What follows belongs to an exercise in optimizing a design on an open flow for small area, a short achievable clock period and few clock cycles per item; a production flow would make more cautious choices. Function was checked by simulation only, so behaviour that the tests miss may differ from the original.

--- design/flow/run.sh ---
#!/bin/bash
# synth_recipe.tcl (not shown) runs the flow's synth.tcl, then flattens the netlist and writes it again
# the make line also repeats each setting of config.mk as NAME=value (left out here)
make -C /OpenROAD-flow-scripts/flow DESIGN_CONFIG=/design/flow/config.mk WORK_HOME=/design/flow/orfs CLKGATE_MAP_FILE= SYNTH_SCRIPT=/design/flow/synth_recipe.tcl finish
--- design/flow/constraint.sdc ---
create_clock -name core_clock -period 16.0 [get_ports {clk}]
set_input_delay 3.2000 -clock core_clock [delete_from_list [all_inputs] [get_ports {clk}]]
set_output_delay 3.2000 -clock core_clock [all_outputs]
set_load 0.01 [all_outputs]
--- design/flow/config.mk ---
export PLATFORM = sky130hd
export DESIGN_NAME = symbol_guard
export DESIGN_NICKNAME = symbol_guard
export VERILOG_FILES = /design/flow/design.v
export SDC_FILE = /design/flow/constraint.sdc
export NUM_CORES = 4
export LEC_CHECK = 0
export CAP_MARGIN = 20
export CORE_MARGIN = 2
export CORE_UTILIZATION = 22
export SLEW_MARGIN = 20
--- design/flow/design.v ---
module sg_mulc #(
    parameter [15:0] C = 16'h0001
) (
    input  wire [15:0] a,
    output wire [15:0] y
);
    function [255:0] gf_cols;       
        input [15:0] k;
        integer j;
        reg [15:0] p;
        begin
            p = k;
            for (j = 0; j < 16; j = j + 1) begin
                gf_cols[16*j +: 16] = p;
                p = {p[14:0], 1'b0} ^ (p[15] ? 16'h100B : 16'h0000);
            end
        end
    endfunction
    localparam [255:0] COLS = gf_cols(C);
    genvar i, j;
    generate
        for (i = 0; i < 16; i = i + 1) begin : g_row
            wire [15:0] row;
            for (j = 0; j < 16; j = j + 1) begin : g_col
                assign row[j] = COLS[16*j + i];
            end
            assign y[i] = ^(a & row);
        end
    endgenerate
endmodule
module sg_crc (
    input  wire [35:0] line,
    input  wire [1:0]  q,
    output wire [31:0] h
);
    wire [63:0] value = {26'd0, line, q};
    function [31:0] crc32c_64;
        input [63:0] d;
        integer i;
        reg [31:0] c;
        begin
            c = 32'hFFFF_FFFF;
            for (i = 0; i < 64; i = i + 1) begin
                if (c[0] ^ d[i])
                    c = {1'b0, c[31:1]} ^ 32'h82F6_3B78;
                else
                    c = {1'b0, c[31:1]};
            end
            crc32c_64 = ~c;
        end
    endfunction
    function [32*64-1:0] crc_cols;    
        input dummy;
        integer b;
        begin
            for (b = 0; b < 64; b = b + 1)
                crc_cols[32*b +: 32] = crc32c_64(64'd1 << b) ^ crc32c_64(64'd0);
        end
    endfunction
    localparam [31:0]      ZERO = crc32c_64(64'd0);
    localparam [32*64-1:0] COLS = crc_cols(1'b0);
    genvar i, b;
    generate
        for (i = 0; i < 32; i = i + 1) begin : g_row
            wire [63:0] row;
            for (b = 0; b < 64; b = b + 1) begin : g_col
                assign row[b] = COLS[32*b + i];
            end
            assign h[i] = ^(value & row) ^ ZERO[i];
        end
    endgenerate
endmodule
module sg_syndrome (
    input  wire [159:0] s,       
    output wire [15:0]  s1,
    output wire [15:0]  s2
);
    localparam [16*19-1:0] BPOW = {
        16'h402C, 16'h2016, 16'h100B, 16'h8000, 16'h4000, 16'h2000, 16'h1000,
        16'h0800, 16'h0400, 16'h0200, 16'h0100, 16'h0080, 16'h0040, 16'h0020,
        16'h0010, 16'h0008, 16'h0004, 16'h0002, 16'h0001
    };
    wire [15:0] t1 [0:9];
    wire [15:0] t2 [0:9];
    genvar v;
    generate
        for (v = 0; v < 10; v = v + 1) begin : g_term
            sg_mulc #(.C(BPOW[16*v +: 16]))     u_m1 (.a(s[16*v +: 16]), .y(t1[v]));
            sg_mulc #(.C(BPOW[16*(2*v) +: 16])) u_m2 (.a(s[16*v +: 16]), .y(t2[v]));
        end
    endgenerate
    assign s1 = t1[0] ^ t1[1] ^ t1[2] ^ t1[3] ^ t1[4] ^ t1[5] ^ t1[6] ^ t1[7] ^ t1[8] ^ t1[9];
    assign s2 = t2[0] ^ t2[1] ^ t2[2] ^ t2[3] ^ t2[4] ^ t2[5] ^ t2[6] ^ t2[7] ^ t2[8] ^ t2[9];
endmodule
module sg_cw_enc (
    input  wire [127:0] d,        
    input  wire [31:0]  h,        
    input  wire         poison,
    output wire [15:0]  s8,
    output wire [15:0]  s9
);
    wire [15:0] p1, p2;
    sg_syndrome u_syn (.s({32'd0, d}), .s1(p1), .s2(p2));
    wire [15:0] ra = p1 ^ h[15:0] ^ {15'd0, poison};
    wire [15:0] rb = p2 ^ h[31:16];
    wire [15:0] a8, b8, a9, b9;
    sg_mulc #(.C(16'hEBA6)) u_c1 (.a(ra), .y(a8));
    sg_mulc #(.C(16'h81E0)) u_c2 (.a(rb), .y(b8));
    sg_mulc #(.C(16'hB2EC)) u_c3 (.a(ra), .y(a9));
    sg_mulc #(.C(16'h40F0)) u_c4 (.a(rb), .y(b9));
    assign s8 = a8 ^ b8;
    assign s9 = a9 ^ b9;
endmodule
module sg_cw_dec (
    input  wire [159:0] s,        
    input  wire [31:0]  h,
    input  wire         era_en,
    input  wire [3:0]   era_dev,
    output reg  [1:0]   kind,
    output reg  [3:0]   dev,
    output reg  [15:0]  val
);
    localparam [16*10-1:0] BPOW = {
        16'h0200, 16'h0100, 16'h0080, 16'h0040, 16'h0020,
        16'h0010, 16'h0008, 16'h0004, 16'h0002, 16'h0001
    };
    localparam [16*10-1:0] BINV = {
        16'hC73F, 16'h9E75, 16'h2CE1, 16'h59C2, 16'hB384,
        16'h7703, 16'hEE06, 16'hCC07, 16'h8805, 16'h0001
    };
    wire [15:0] s1, s2;
    sg_syndrome u_syn (.s(s), .s1(s1), .s2(s2));
    wire [15:0] e1 = s1 ^ h[15:0];
    wire [15:0] e2 = s2 ^ h[31:16];
    wire [15:0] exp2 [0:9];
    wire [15:0] evl  [0:9];
    genvar v;
    generate
        for (v = 0; v < 10; v = v + 1) begin : g_dev
            sg_mulc #(.C(BPOW[16*v +: 16])) u_e (.a(e1), .y(exp2[v]));
            sg_mulc #(.C(BINV[16*v +: 16])) u_i (.a(e1), .y(evl[v]));
        end
    endgenerate
    integer k;
    always @(*) begin
        kind = 2'd3;
        dev  = 4'hF;
        val  = 16'h0000;
        if (e1 == 16'h0000 && e2 == 16'h0000) begin
            kind = 2'd0;
        end else if (e1 == 16'h0001 && e2 == 16'h0000) begin
            kind = 2'd2;
        end else if (era_en) begin
            for (k = 0; k < 10; k = k + 1) begin
                if (era_dev == k[3:0] && e1 != 16'h0000 && e2 == exp2[k]) begin
                    kind = 2'd1;
                    dev  = k[3:0];
                    val  = evl[k];
                end
            end
        end else if (e1 != 16'h0000 && e2 != 16'h0000) begin
            for (k = 0; k < 10; k = k + 1) begin
                if (e2 == exp2[k]) begin
                    kind = 2'd1;
                    dev  = k[3:0];
                    val  = evl[k];
                end
            end
        end
    end
endmodule
module symbol_guard (
    input  wire         clk,
    input  wire         rst,           
    input  wire         in_valid,
    output wire         in_ready,
    input  wire [1:0]   in_op,         
    input  wire [35:0]  in_line,       
    input  wire         in_era_en,     
    input  wire [3:0]   in_era_dev,    
    input  wire [639:0] in_data,       
    output reg          out_valid,
    input  wire         out_ready,
    output reg  [639:0] out_data,      
    output reg  [1:0]   out_status,    
    output reg  [3:0]   out_dev        
);
    assign in_ready = !out_valid || out_ready;
    wire accept = in_valid && in_ready;
    wire [31:0] h [0:3];
    genvar q, v, j;
    generate
        for (q = 0; q < 4; q = q + 1) begin : g_crc
            sg_crc u_crc (.line(in_line), .q(q[1:0]), .h(h[q]));
        end
    endgenerate
    wire [159:0] enc_sym [0:3];    
    wire [639:0] enc_burst;
    generate
        for (q = 0; q < 4; q = q + 1) begin : g_enc
            wire [15:0] s8, s9;
            sg_cw_enc u_enc (
                .d      (in_data[128*q +: 128]),
                .h      (h[q]),
                .poison (in_op[0]),
                .s8     (s8),
                .s9     (s9)
            );
            assign enc_sym[q] = {s9, s8, in_data[128*q +: 128]};
            for (v = 0; v < 10; v = v + 1) begin : g_dev
                for (j = 0; j < 4; j = j + 1) begin : g_nib
                    assign enc_burst[(4*q+j)*40 + 4*v +: 4] = enc_sym[q][16*v + 4*j +: 4];
                end
            end
        end
    endgenerate
    wire [159:0] dec_sym [0:3];    
    wire [1:0]   cw_kind [0:3];
    wire [3:0]   cw_dev  [0:3];
    wire [15:0]  cw_val  [0:3];
    generate
        for (q = 0; q < 4; q = q + 1) begin : g_dec
            for (v = 0; v < 10; v = v + 1) begin : g_dev
                for (j = 0; j < 4; j = j + 1) begin : g_nib
                    assign dec_sym[q][16*v + 4*j +: 4] = in_data[(4*q+j)*40 + 4*v +: 4];
                end
            end
            sg_cw_dec u_dec (
                .s       (dec_sym[q]),
                .h       (h[q]),
                .era_en  (in_era_en),
                .era_dev (in_era_dev),
                .kind    (cw_kind[q]),
                .dev     (cw_dev[q]),
                .val     (cw_val[q])
            );
        end
    endgenerate
    reg  [1:0]   dec_status;
    reg  [3:0]   dec_dev;
    reg          any_unc, any_poi, all_poi, any_cor, dev_clash;
    reg  [3:0]   cor_dev;
    reg  [511:0] dec_line;
    integer      n, m;
    always @(*) begin
        any_unc   = 1'b0;
        any_poi   = 1'b0;
        all_poi   = 1'b1;
        any_cor   = 1'b0;
        dev_clash = 1'b0;
        cor_dev   = 4'hF;
        for (n = 0; n < 4; n = n + 1) begin
            if (cw_kind[n] == 2'd3) any_unc = 1'b1;
            if (cw_kind[n] == 2'd2) any_poi = 1'b1;
            if (cw_kind[n] != 2'd2) all_poi = 1'b0;
            if (cw_kind[n] == 2'd1) begin
                if (any_cor && cw_dev[n] != cor_dev) dev_clash = 1'b1;
                any_cor = 1'b1;
                cor_dev = cw_dev[n];
            end
        end
        if (any_unc || dev_clash || (any_poi && !all_poi)) begin
            dec_status = 2'd3;
            dec_dev    = 4'hF;
        end else if (all_poi) begin
            dec_status = 2'd2;
            dec_dev    = 4'hF;
        end else if (any_cor) begin
            dec_status = 2'd1;
            dec_dev    = cor_dev;
        end else begin
            dec_status = 2'd0;
            dec_dev    = 4'hF;
        end
        for (n = 0; n < 4; n = n + 1) begin
            for (m = 0; m < 8; m = m + 1) begin
                dec_line[128*n + 16*m +: 16] = dec_sym[n][16*m +: 16];
                if (dec_status == 2'd1 && cw_kind[n] == 2'd1 && cw_dev[n] == m[3:0])
                    dec_line[128*n + 16*m +: 16] = dec_sym[n][16*m +: 16] ^ cw_val[n];
            end
        end
    end
    always @(posedge clk) begin
        if (rst) begin
            out_valid <= 1'b0;
        end else if (accept) begin
            out_valid <= 1'b1;
        end else if (out_ready) begin
            out_valid <= 1'b0;
        end
    end
    always @(posedge clk) begin
        if (accept) begin
            if (in_op[1]) begin
                out_data   <= {128'd0, dec_line};
                out_status <= dec_status;
                out_dev    <= dec_dev;
            end else begin
                out_data   <= enc_burst;
                out_status <= 2'd0;
                out_dev    <= 4'hF;
            end
        end
    end
endmodule
==> results.txt <==
## Yosys cell counts, drive strengths merged (47+ instances only)
master,instances
a21oi,344
xor3,74
edfxtp,646
nand2,378
o22ai,58
buf,267
mux2,430
nand4,74
o21ai,363
nor2,449
mux2i,144
xor2,1135
nor4,72
xnor3,598
inv,93
o211ai,57
nand3,280
or3,57
a211oi,52
xnor2,3625
and3,59
nand2b,82
o221ai,47
nor3,407
clkbuf,810
nor2b,126
## worst max-delay path, stage by stage
cell and delay (ns):
clkdlybuf4s50_1 0.86, xor2_1 0.77, xnor3_1 0.45, xor3_2 0.61
xor2_1 0.87, xnor3_1 0.86, xnor3_1 0.36, nor3_1 0.21
o2111ai_1 0.16, a2111oi_2 0.73, and2_1 0.67, and3_1 0.57
a2bb2oi_1 0.32, o211ai_1 0.55, a21oi_1 0.19, or3_1 0.35
a2111o_1 0.58, a211o_4 0.56, buf_12 0.27, buf_12 0.27
or3_1 0.44, xor2_1 0.17, a21oi_1 0.09
## layout by cell type, fill, tap and decap left out, drive strengths merged, types with 46 or more instances in the layout
| master | synthesis | layout |
|---|---|---|
| nand2 | 378 | 378 |
| nor2 | 449 | 449 |
| clkinv | 13 | 48 |
| clkdlybuf4s50 | 0 | 1320 |
| o221ai | 47 | 47 |
| xnor2 | 3625 | 3625 |
| a21oi | 344 | 344 |
| nor3 | 407 | 407 |
| nand3 | 280 | 280 |
| inv | 93 | 106 |
| clkbuf | 810 | 90 |
| xor3 | 74 | 74 |
| and2 | 46 | 46 |
| nand4 | 74 | 74 |
| mux2 | 430 | 430 |
| xnor3 | 598 | 598 |
| mux2i | 144 | 144 |
| nand2b | 82 | 82 |
| and3 | 59 | 59 |
| o21ai | 363 | 363 |
| or3 | 57 | 57 |
| o22ai | 58 | 58 |
| o211ai | 57 | 57 |
| diode | 0 | 75 |
| buf | 267 | 854 |
| xor2 | 1135 | 1135 |
| nor4 | 72 | 72 |
| nor2b | 126 | 126 |
| a211oi | 52 | 52 |
| edfxtp | 646 | 646 |
## layer usage
| metal | track usage, % | vias to the layer above | share of wire (%) |
|---|---|---|---|
| met5 | 0 | - | 0.082 |
| met4 | 25.0 | 106 | 9.8 |
| met3 | 12.8 | 2414 | 14 |
| met2 | 45.0 | 9582 | 39 |
| met1 | 40.1 | 53400 | 37 |
| li1 | - | 41000 | - |
## registers in the layout (all words and copies together) (netlist names)
register    count
out_data      640
out_valid       1
out_dev         4
out_status      2
## how the worst max path moves through the flow
| stage | startpoint | to | depth (start not counted) |
|---|---|---|---|
| after floorplan | out_ready | out_data[0]$_DFFE_PP_ | 2 |
| after global placement | in_line[2] | out_data[460]$_DFFE_PP_ | 22 |
| after detailed placement | in_line[2] | out_data[16]$_DFFE_PP_ | 23 |
| after CTS | in_line[2] | out_data[234]$_DFFE_PP_ | 23 |
| after global routing | in_line[9] | out_data[234]$_DFFE_PP_ | 27 |
| final | in_line[9] | out_data[234]$_DFFE_PP_ | 23 |
## through the flow
step / setup slack, ns / utilization [%] / hold slack (ns) / cell area, sq um / instances
6_report: 2.13 / 27.7 / 0.532 / 136000 / 19100
4_1_cts: 2.66 / 27.6 / 0.533 / 135000 / 19100
2_1_floorplan: 4.24 / - / 0.593 / 108000 / 11300
3_5_place_dp: 1.83 / 27.1 / 0.521 / 133000 / 18900
3_3_place_gp: 1.74 / 27.1 / 0.514 / 133000 / 18900
5_1_grt: 2.09 / 27.6 / 0.591 / 135000 / 19100
## final cells by class
class	count	area, sq um	share of cell area, %
Antenna cell	75	188	0.138
Clock buffer	90	2080	1.53
Clock inverter	60	653	0.481
Inverter	106	400	0.295
Multi-Input combinational cell	9514	85000	62.7
Sequential cell	647	19400	14.3
Tap cell	6475	8100	5.97
Timing Repair Buffer	2174	19800	14.6
## cell families after synthesis
kind of cell / synth area share, %
AO/OA/AOI/OAI: 8.20
XOR/XNOR: 53.0
adder cells (fa/ha/maj): 0.289
buffers and inverters: 4.47
flip-flops: 17.9
multiplexers: 5.80
AND/OR/NAND/NOR: 10.4
==> reports/metrics.yaml <==
critical_path:
  crit_arrival_ns: 14.34
  reg2reg_from: "out_valid$_SDFFE_PP0P_"
  timing.rr.end: "out_data[542]$_SDFFCE_PP0P_"
  worst-r2r-cell-count: 5
  reg2reg_slack_ns: 12.53
  crit_fanout: 50
  crit_path_end_kind: "flop"
  required_ns: 16.47
  critPathKind: "primary input to flop"
  start_kind: "primary input"
placement:
  dpl.hpwl_um: 683000
  place_congestion: 1.10
  port_buffers: 1334
worst_hold_path:
  min-delay-start: "out_valid$_SDFFE_PP0P_"
  hp-class: "flop to flop"
  min_path_cells: 2
  holdPathEnd: "out_valid$_SDFFE_PP0P_"
routing:
  routed_wl_um: 851000
  dr.pass1.iters: 7
  post_drt_wl_per_cell_um: 44.5
  drt_iter0_drc: 18600
  drc: 0
  vias: 107000
  ant_nets: 0
  via_per_inst: 5.57
global_route:
  grt_overflow_total: 0
  grt_pass1_vias: 96200
  antenna_found_initial: 200
  grt_max_degree: 140
  gr-usage-all-layers_pct: 32.5
  grt_pass1_wl_um: 1070000
yosys:
  syn_avg_cell_area_sq_um: 9.55
  netlist.area_leader.share_pct: 29.0
  synth_area_leader_cell: "xnor2_1"
  syn-cell-area_sq_um: 108000
  ys_types: 120
  yosysWarnings: 3
  synth_area_leaders: "xnor2_1 29%, edfxtp_1 18%, xnor3_1 12%, xor2_1 9.1%, mux2_2 4.5%"
  yosys_register_bits: 647
  synth_nets: 12100
  synth-main-ff-cell: "edfxtp_1"
  async_flop_share_pct: 0
  synthCells: 11300
  ys_seq_area_share_pct: 17.9
  synth_edf_count: 646
clocking:
  numCtsBuffers: 81
  clockBufferDepth: 3
  cts_setup_buffers: 0
  root_buffer: "clkbuf_16"
  htree_levels: 3
  clk_latency_ns: 0.83
  ctsResizeCount: 0
  clkSinkCount: 647
  cts.clk_slew.worst_paths_ns: 0.06
  cts-hold-fix-buffers: 0
  cts_tree: "yes"
sta:
  finalSetupViolations: 0
  max_freq_mhz: 72.1
  finalClockSkew_ns: 0.0919
  hold_viol: 0
  finalMaxSlewViolations: 0
  post-route-min-period_ns: 13.87
  rsz0062_at_grt: "false"
  period_share_pct: 86.7
  tns_ns: 0
  max_slew.worst_pin.slew_ns: 1.45
  maxSlewHeadroom_pct: 2.54
finish:
  fillerInstances: 52000
  nets: 13200
  syn_to_final_growth_pct: 25.2
  drive_above_1_share_pct: 14.1
outcome:
  status: "timing/DRC/antenna clean"
floorplanning:
  die_w_um: 706
  die_h_um: 706
  rows: 257
  fp.dieArea_sq_um: 498000
  coreArea_sq_um: 490000
  ios: 1335
  initial_core_util_pct: 22.1
job:
  maxCapViolCount: 0
Testbench counts, summed over its fixed seeds: cycles 9,608, items 9,600.

## afterwards: timing with drivers on the ports
No port has a modelled driver above. Below, the same layout with a new extraction and two added sets of constraints. Step 1 assumes that a clkbuf_16 drives the clock port and a buf_2 every other input. Step 2 times the ports against the registers' clock, not the clock port: input delays grow and output delays shrink by t, the midpoint of the rising clock arrivals with the driver on. Three values: ideal ports, drivers, drivers and shift; two values: the first two.
shift t [ns]: 0.879
setup slack, ns: 2.130 / 2.069 / 1.190
worst register clock-pin slew, ns: 0.08 / 0.08
pins driven straight from the clock port: 1
After both steps setup and hold are still met in this run. The setup slack of this run moves by -0.061 ns with the drivers and by -0.940 ns with both steps.
